Context: an optimization exercise on an open-source flow, tuned for small area. The choices shown serve that exercise and are no tape-out recipe.
Only simulation tests tie the RTL to the original design; equivalence was not proved.

`run.sh`:
```
#!/bin/bash
# synth_recipe.tcl (not shown) runs the flow's synth.tcl, then flattens the netlist and writes it again
# the make line also repeats each setting of config.mk as NAME=value (left out here)
make -C /OpenROAD-flow-scripts/flow DESIGN_CONFIG=/design/flow/config.mk WORK_HOME=/design/flow/orfs CLKGATE_MAP_FILE= SYNTH_SCRIPT=/design/flow/synth_recipe.tcl finish
```
`config.mk`:
```
export PLATFORM = sky130hd
export DESIGN_NAME = evman_mac
export DESIGN_NICKNAME = evman_mac
export VERILOG_FILES = /design/flow/design.v
export SDC_FILE = /design/flow/constraint.sdc
export NUM_CORES = 4
export LEC_CHECK = 0
export CAP_MARGIN = 20
export CORE_MARGIN = 2
export CORE_UTILIZATION = 40
export SLEW_MARGIN = 20
```
`constraint.sdc`:
```
create_clock -name core_clock -period 12.0 [get_ports {clk}]
set_input_delay 2.4000 -clock core_clock [delete_from_list [all_inputs] [get_ports {clk}]]
set_output_delay 2.4000 -clock core_clock [all_outputs]
set_load 0.01 [all_outputs]
```
`design.v`:
```
module evman_mac_lane (
    input  wire        clk,
    input  wire        rst,
    input  wire [31:0] o,         
    input  wire        trig,
    input  wire [2:0]  op,        
    input  wire [31:0] t,
    input  wire        sat,
    input  wire [1:0]  rnd,
    input  wire        a_we,      
    input  wire [31:0] a_wdata,
    input  wire        ag_we,     
    input  wire [7:0]  ag_wdata,
    output reg  [31:0] mres,
    output reg  [39:0] acc,
    output reg         ov
);
    localparam OP_MULF = 3'd0, OP_MULI = 3'd1, OP_MULH = 3'd2, OP_MACF = 3'd3,
               OP_MSUF = 3'd4, OP_MUL2 = 3'd5, OP_DOT2 = 3'd6;
    localparam RND_TRUNC = 2'd0, RND_HALF_UP = 2'd1, RND_HALF_EVEN = 2'd2, RND_ZERO = 2'd3;
    function [32:0] round31;
        input [63:0] x;
        input [1:0]  mode;
        reg   [32:0] fl;
        reg          half, rest, inc;
        begin
            fl   = x[63:31];
            half = x[30];
            rest = |x[29:0];
            case (mode)
                RND_TRUNC:     inc = 1'b0;
                RND_HALF_UP:   inc = half;
                RND_HALF_EVEN: inc = half & (rest | fl[0]);
                RND_ZERO:      inc = x[63] & (half | rest);
            endcase
            round31 = fl + {32'd0, inc};
        end
    endfunction
    function [16:0] round15;
        input [31:0] x;
        input [1:0]  mode;
        reg   [16:0] fl;
        reg          half, rest, inc;
        begin
            fl   = x[31:15];
            half = x[14];
            rest = |x[13:0];
            case (mode)
                RND_TRUNC:     inc = 1'b0;
                RND_HALF_UP:   inc = half;
                RND_HALF_EVEN: inc = half & (rest | fl[0]);
                RND_ZERO:      inc = x[31] & (half | rest);
            endcase
            round15 = fl + {16'd0, inc};
        end
    endfunction
    reg        s1_v;
    reg [2:0]  s1_op;
    reg        s1_sat;
    reg [1:0]  s1_rnd;
    reg [31:0] s1_o, s1_t;
    always @(posedge clk) begin
        if (rst) s1_v <= 1'b0;
        else     s1_v <= trig && (op != 3'd7);
        s1_op  <= op;
        s1_sat <= sat;
        s1_rnd <= rnd;
        s1_o   <= o;
        s1_t   <= t;
    end
    wire signed [63:0] prod   = $signed(s1_o) * $signed(s1_t);
    wire signed [31:0] prod_h = $signed(s1_o[31:16]) * $signed(s1_t[31:16]);
    wire signed [31:0] prod_l = $signed(s1_o[15:0]) * $signed(s1_t[15:0]);
    reg        s2_v;
    reg [2:0]  s2_op;
    reg        s2_sat;
    reg [1:0]  s2_rnd;
    reg [63:0] s2_p;
    reg [31:0] s2_ph, s2_pl;
    always @(posedge clk) begin
        if (rst) s2_v <= 1'b0;
        else     s2_v <= s1_v;
        s2_op  <= s1_op;
        s2_sat <= s1_sat;
        s2_rnd <= s1_rnd;
        s2_p   <= prod;
        s2_ph  <= prod_h;
        s2_pl  <= prod_l;
    end
    wire [32:0] q31 = round31(s2_p, s2_rnd);
    wire [16:0] qh  = round15(s2_ph, s2_rnd);
    wire [16:0] ql  = round15(s2_pl, s2_rnd);
    wire        q31_ov = q31[32] != q31[31];
    wire        qh_ov  = qh[16] != qh[15];
    wire        ql_ov  = ql[16] != ql[15];
    wire [31:0] mulf   = (q31_ov && s2_sat) ? (q31[32] ? 32'h8000_0000 : 32'h7FFF_FFFF) : q31[31:0];
    wire [15:0] mul2_h = (qh_ov && s2_sat) ? (qh[16] ? 16'h8000 : 16'h7FFF) : qh[15:0];
    wire [15:0] mul2_l = (ql_ov && s2_sat) ? (ql[16] ? 16'h8000 : 16'h7FFF) : ql[15:0];
    wire signed [33:0] dot2 = ($signed({s2_ph[31], s2_ph}) + $signed({s2_pl[31], s2_pl})) * 2;
    reg        s3_v;
    reg        s3_acc;     
    reg        s3_sat;
    reg        s3_ov;
    reg [33:0] s3_val;
    always @(posedge clk) begin
        if (rst) s3_v <= 1'b0;
        else     s3_v <= s2_v;
        s3_sat <= s2_sat;
        s3_acc <= 1'b0;
        s3_ov  <= 1'b0;
        case (s2_op)
            OP_MULF: begin s3_val <= {2'b00, mulf}; s3_ov <= q31_ov; end
            OP_MULI: s3_val <= {2'b00, s2_p[31:0]};
            OP_MULH: s3_val <= {2'b00, s2_p[63:32]};
            OP_MACF: begin s3_val <= {q31[32], q31}; s3_acc <= 1'b1; end
            OP_MSUF: begin s3_val <= -{q31[32], q31}; s3_acc <= 1'b1; end
            OP_MUL2: begin s3_val <= {2'b00, mul2_h, mul2_l}; s3_ov <= qh_ov | ql_ov; end
            OP_DOT2: begin s3_val <= dot2; s3_acc <= 1'b1; end
            default: s3_val <= 34'd0;
        endcase
    end
    wire [39:0] base = {ag_we ? ag_wdata : (a_we ? {8{a_wdata[31]}} : acc[39:32]),
                        a_we ? a_wdata : acc[31:0]};
    wire [40:0] sum  = {base[39], base} + {{7{s3_val[33]}}, s3_val};
    wire        sum_ov = sum[40] != sum[39];
    wire [39:0] acc_new = (sum_ov && s3_sat) ? (sum[40] ? 40'h80_0000_0000 : 40'h7F_FFFF_FFFF)
                                             : sum[39:0];
    wire        nar_ov = !((&acc_new[39:31]) || !(|acc_new[39:31]));
    wire [31:0] nar    = (nar_ov && s3_sat) ? (acc_new[39] ? 32'h8000_0000 : 32'h7FFF_FFFF)
                                            : acc_new[31:0];
    always @(posedge clk) begin
        if (rst) begin
            acc  <= 40'd0;
            mres <= 32'd0;
            ov   <= 1'b0;
        end else begin
            ov <= 1'b0;
            if (s3_v && s3_acc) begin
                acc  <= acc_new;
                mres <= nar;
                ov   <= sum_ov | nar_ov;
            end else begin
                acc <= base;
                if (s3_v) begin
                    mres <= s3_val[31:0];
                    ov   <= s3_ov;
                end
            end
        end
    end
endmodule
module evman_mac (
    input  wire         clk,
    input  wire         rst,
    input  wire [31:0]  mac_o,
    input  wire [3:0]   trig,
    input  wire [11:0]  trig_op,
    input  wire [127:0] trig_t,
    input  wire [3:0]   trig_sat,
    input  wire [7:0]   trig_rnd,
    input  wire [3:0]   a_we,
    input  wire [127:0] a_wdata,
    input  wire [3:0]   ag_we,
    input  wire [31:0]  ag_wdata,
    output wire [127:0] mres,
    output wire [159:0] acc,
    output wire [3:0]   ov
);
    genvar n;
    generate
        for (n = 0; n < 4; n = n + 1) begin : lane
            evman_mac_lane u_lane (
                .clk      (clk),
                .rst      (rst),
                .o        (mac_o),
                .trig     (trig[n]),
                .op       (trig_op[3*n +: 3]),
                .t        (trig_t[32*n +: 32]),
                .sat      (trig_sat[n]),
                .rnd      (trig_rnd[2*n +: 2]),
                .a_we     (a_we[n]),
                .a_wdata  (a_wdata[32*n +: 32]),
                .ag_we    (ag_we[n]),
                .ag_wdata (ag_wdata[8*n +: 8]),
                .mres     (mres[32*n +: 32]),
                .acc      (acc[40*n +: 40]),
                .ov       (ov[n])
            );
        end
    endgenerate
endmodule
```
==> qor_table.md <==
| Step | Parameter | Value |
|:---|:---|:---|
| status | Result of the run | no timing/DRC/antenna violations |
| clock tree | Clk latency of the worst-skew pair | 0.99 ns |
| synthesis | Post-synthesis register bit count | 1164 |
| route | DR vias/cell | 5.30 |
| setup path | Critical path type | flip-flop to flip-flop |
| hold path | Min-Delay Path Class | flip-flop to flip-flop |
| clock tree | Quantity of hold-fixing buffers added after cts | 0 |
| route | Post-detailed-route count of antenna-violating nets | 0 |
| route | Pre-antenna DRT Iters | 7 |
| floorplanning | Initial Util | 0.402 |
| final layout | Final standard cell utilization of the core | 0.435 |
| sta | Final number of max-transition violations | 0 |
| sta | RSZ-0062 raised after global routing | no |
| sta | Setup-violating endpoint count in the final report | 0 |
| clock tree | Sinks on the clock net | 1164 |
| placement | Detailed placement HPWL | 714000 um |
| setup path | Endpoint required time on the critical path | 12.81 ns |
| sta | Relative slew slack | 0.162 |
| synthesis | Number of enable-type register cells in the synthesized netlist | 0 |
| clock tree | CTS tree | built |
| final layout | Ratio of cells with drive above 1 in the final layout | 0.0333 |
| final layout | Final design area excluding fillers | 279000 um2 |
| clock tree | TritonCTS buffer count | 159 |
| synthesis | Count of warnings emitted by yosys | 1 |
| sta | Crit share post-route | 0.830 |
| setup path | Max Fanout on Critical Path | 55 |
| setup path | Standard cell with the maximum stage delay on the critical path | sky130_fd_sc_hd__dfxtp_4 |
| floorplanning | Floorplan row count | 294 |
| placement | RD Place Congestion | 0.967 |
| setup path | Category of the worst setup path launch point | flip-flop |
| hold path | Worst hold path cell count | 0 |
| synthesis | Top cells by instance count after synthesis | sky130_fd_sc_hd__inv_1, sky130_fd_sc_hd__fa_1, sky130_fd_sc_hd__nand2_1, sky130_fd_sc_hd__and2_1, sky130_fd_sc_hd__ha_1 |
| global routing | Largest net degree at the start of global routing | 99 |
| placement | Port Buffer Count | 649 |
| setup path | Most frequent cell on the critical path | sky130_fd_sc_hd__fa_1 |
| setup path | Reg-to-reg critical path startpoint | lane[3].u_lane.s1_o[15] |
| final layout | Area Growth Syn to Fin | 8.35% |
| clock tree | Clock Root Buffer | sky130_fd_sc_hd__clkbuf_16 |
| floorplanning | Die outline area | 651000 um2 |
| synthesis | Sequential cell area fraction in the yosys report | 0.0903 |
| setup path | Cells on worst reg2reg path | 28 |
| placement | Cell count after placement | 36465 |
| synthesis | Post-synth net total | 35903 |
| synthesis | Yosys top cell area share | 0.447 |
| hold path | Worst Hold Endpoint | lane[2].u_lane.s2_op[1] |
| sta | Slew at the pin closest to its max-slew limit | 1.26 ns |
| setup path | Arrival @ worst endpoint | 10.77 ns |
| clock tree | CTS clock-pin slew for the worst setup and hold paths | 0.06 ns |
| route | Final Routed Wirelength | 874000 um |
| setup path | Highest cell delay on the worst timing path | 0.97 ns |
| synthesis | Synth area leader | sky130_fd_sc_hd__fa_1 |
| synthesis | Synthesized cell area | 258000 um2 |
| route | Mean routed wirelength per cell | 23.7 um |
| global routing | Via count of the first global-routing pass | 209316 |
| global routing | Global-route wire length before repair | 1330000 um |
| flow run | Maximum capacitance violations | 0 |
| clock tree | Setup bufs post-CTS | 0 |
| clock tree | Maximum root-to-sink buffer count | 4 |
| sta | Worst clock skew | 0.0812 ns |
| global routing | Aggregate global-route resource usage | 0.270 |
| clock tree | Level count of the clock H-tree | 4 |
| placement | Placed Area | 274000 um2 |
| route | DR vias | 195095 |
| sta | Number of hold violations in the final report | 0 |
| route | Drt first-iter violations | 15904 |
| synthesis | Async set-or-reset flop fraction in the synthesized netlist | 0 |
| final layout | Number of standard cells in the layout, taps in and fillers out | 36833 |
| sta | Upper clock frequency limit | 100 MHz |
| sta | Total negative slack | 0 ns |
| final layout | Fillers | 62542 |
| sta | Fin crit period | 9.96 ns |
| setup path | R2r endpoint | lane[2].u_lane.s2_p[56] |
| setup path | Endpoint kind of the worst setup timing path | flip-flop |
| floorplanning | Core area | 642000 um2 |
| clock tree | Post_cts resized | 0 |
| synthesis | Cell count after synthesis | 28085 |
| synthesis | Most frequent cell after synthesis | sky130_fd_sc_hd__inv_1 |
| floorplanning | DIE HEIGHT | 807 um |
| synthesis | Count of distinct cell types in the synthesized netlist | 105 |
| setup path | Worst setup slack for register-to-register paths | 2.04 ns |
| synthesis | Avg Cell Area, Syn | 9.18 um2 |
| floorplanning | Width of the die | 807 um |
| floorplanning | Ports | 650 |
| global routing | Number of antenna violations at the first check in global routing | 81 |
| synthesis | Dominant cells by area after synthesis | sky130_fd_sc_hd__fa_1, sky130_fd_sc_hd__inv_1, sky130_fd_sc_hd__dfxtp_1, sky130_fd_sc_hd__ha_1, sky130_fd_sc_hd__and2_1 |
| final layout | Nets | 35860 |
| global routing | Total grt overflow | 0 |
| synthesis | Most frequently used flop master after synthesis | sky130_fd_sc_hd__dfxtp_1 |
| hold path | Startpoint of the tightest hold check path | lane[2].u_lane.s1_op[1] |
| route | Total DRC errors in the routed layout | 0 |
==> metal layers <==
metal | GRT usage | wire length [um] | up-vias
li1 | - | - | 85529
met1 | 0.373 | 374000 | 100402
met2 | 0.426 | 392000 | 7708
met3 | 0.0527 | 73200 | 1424
met4 | 0.0904 | 34400 | 32
met5 | 0 | 212 | -
==> logic make-up after synthesis <==
group	Yosys count	share of synthesized area
buffers and inverters	7635	0.111
DFF	1164	0.0903
and+or+nand+nor	7159	0.138
AOI/OAI and AO/OA	3375	0.0850
adders and majority gates	7460	0.529
xor gates and xnor gates	1105	0.0375
muxes	187	0.00792
==> worst max-delay path, delay by kind of cell (launching register included) <==
kind,cells,cell delay [ns]
AOI/OAI and AO/OA,7,1.90
and+or+nand+nor,6,1.58
adders and majority gates,9,4.35
buffers and inverters,5,0.64
xor gates and xnor gates,1,0.14
DFF,1,0.97
==> placed cells by master (no fill, tap or decap), types with 83 or more instances in the layout <==
master / n
sky130_fd_sc_hd__a211oi_1: 203
sky130_fd_sc_hd__a21o_1: 393
sky130_fd_sc_hd__a21oi_1: 1019
sky130_fd_sc_hd__a31oi_1: 90
sky130_fd_sc_hd__and2_1: 2112
sky130_fd_sc_hd__and3_1: 150
sky130_fd_sc_hd__buf_4: 334
sky130_fd_sc_hd__clkbuf_16: 164
sky130_fd_sc_hd__clkdlybuf4s50_1: 648
sky130_fd_sc_hd__dfxtp_1: 1117
sky130_fd_sc_hd__fa_1: 5756
sky130_fd_sc_hd__ha_1: 1704
sky130_fd_sc_hd__inv_1: 6418
sky130_fd_sc_hd__mux2_2: 136
sky130_fd_sc_hd__nand2_1: 2567
sky130_fd_sc_hd__nand2b_1: 205
sky130_fd_sc_hd__nand3_1: 263
sky130_fd_sc_hd__nand4_1: 127
sky130_fd_sc_hd__nor2_1: 944
sky130_fd_sc_hd__nor2b_1: 159
sky130_fd_sc_hd__nor3_1: 268
sky130_fd_sc_hd__nor4_1: 83
sky130_fd_sc_hd__o21a_1: 109
sky130_fd_sc_hd__o21ai_0: 571
sky130_fd_sc_hd__o21bai_1: 115
sky130_fd_sc_hd__o22ai_1: 120
sky130_fd_sc_hd__xnor2_1: 721
sky130_fd_sc_hd__xor2_1: 384
==> flip-flops by register name, summed over array words and instances (netlist names), 32 cells and up <==
signal              count
lane.u_lane.s2_p      256
lane.u_lane.acc       160
lane.u_lane.s3_val    136
lane.u_lane.mres      128
lane.u_lane.s1_t      128
lane.u_lane.s2_ph     128
lane.u_lane.s2_pl     120
lane.u_lane.s1_o       32
==> stage by stage <==
stage          setup slack, ns  hold WS, ns
2_1_floorplan             3.62        0.310
3_3_place_gp              2.35        0.312
3_5_place_dp              2.24        0.313
4_1_cts                   2.12        0.328
5_1_grt                   1.65        0.333
6_report                  2.04        0.325
==> worst max path at each step <==
stage | startpoint | endpoint | slack [ns] | cells after the start
final | lane[3].u_lane.s1_o[15] | lane[2].u_lane.s2_p[56] | 2.04 | 28
after global routing | lane[3].u_lane.s1_o[15] | lane[2].u_lane.s2_p[60] | 1.65 | 28
after CTS | lane[3].u_lane.s1_o[15] | lane[2].u_lane.s2_p[56] | 2.12 | 28
after detailed placement | lane[3].u_lane.s1_o[15] | lane[2].u_lane.s2_p[56] | 2.24 | 28
after global placement | lane[3].u_lane.s1_o[15] | lane[2].u_lane.s2_p[58] | 2.35 | 28
after floorplan | lane[3].u_lane.s1_o[31] | lane[3].u_lane.s2_p[61] | 3.62 | 28
==> area by class of cell <==
type	instances	area, um2	area share
multi-input combinational	19286	206000	0.737
antenna	80	200	0.000716
sequential	1164	23400	0.0839
inverter	6424	24100	0.0863
clock inverter	88	1100	0.00395
timing repair buffer	1007	9490	0.0340
clock buffer	200	4450	0.0159
tap	8584	10700	0.0384

-- separate check: timing with driven ports --
How much do the figures lean on ideal ports? The routed layout below was timed once more, with nothing changed but the port constraints.
Step 1 assumes that a clkbuf_16 drives the clock port and a buf_2 every other input.
Step 2 moves the port delays by t, midway between the first and last clock arrival at a register: inputs arrive t later, outputs are due t later. That takes back most of the time a late clock gives input paths.
Slacks: ideal / step 1 / step 2; pairs: ideal / step 1.
t (ns): 1.074
setup WS [ns]: 2.043 / 2.043 / 2.043
worst setup path after step 2: register to register
After both steps this run still meets setup and hold. The setup slack of this run moves by 0.000 ns with the drivers and by 0.000 ns with both steps.
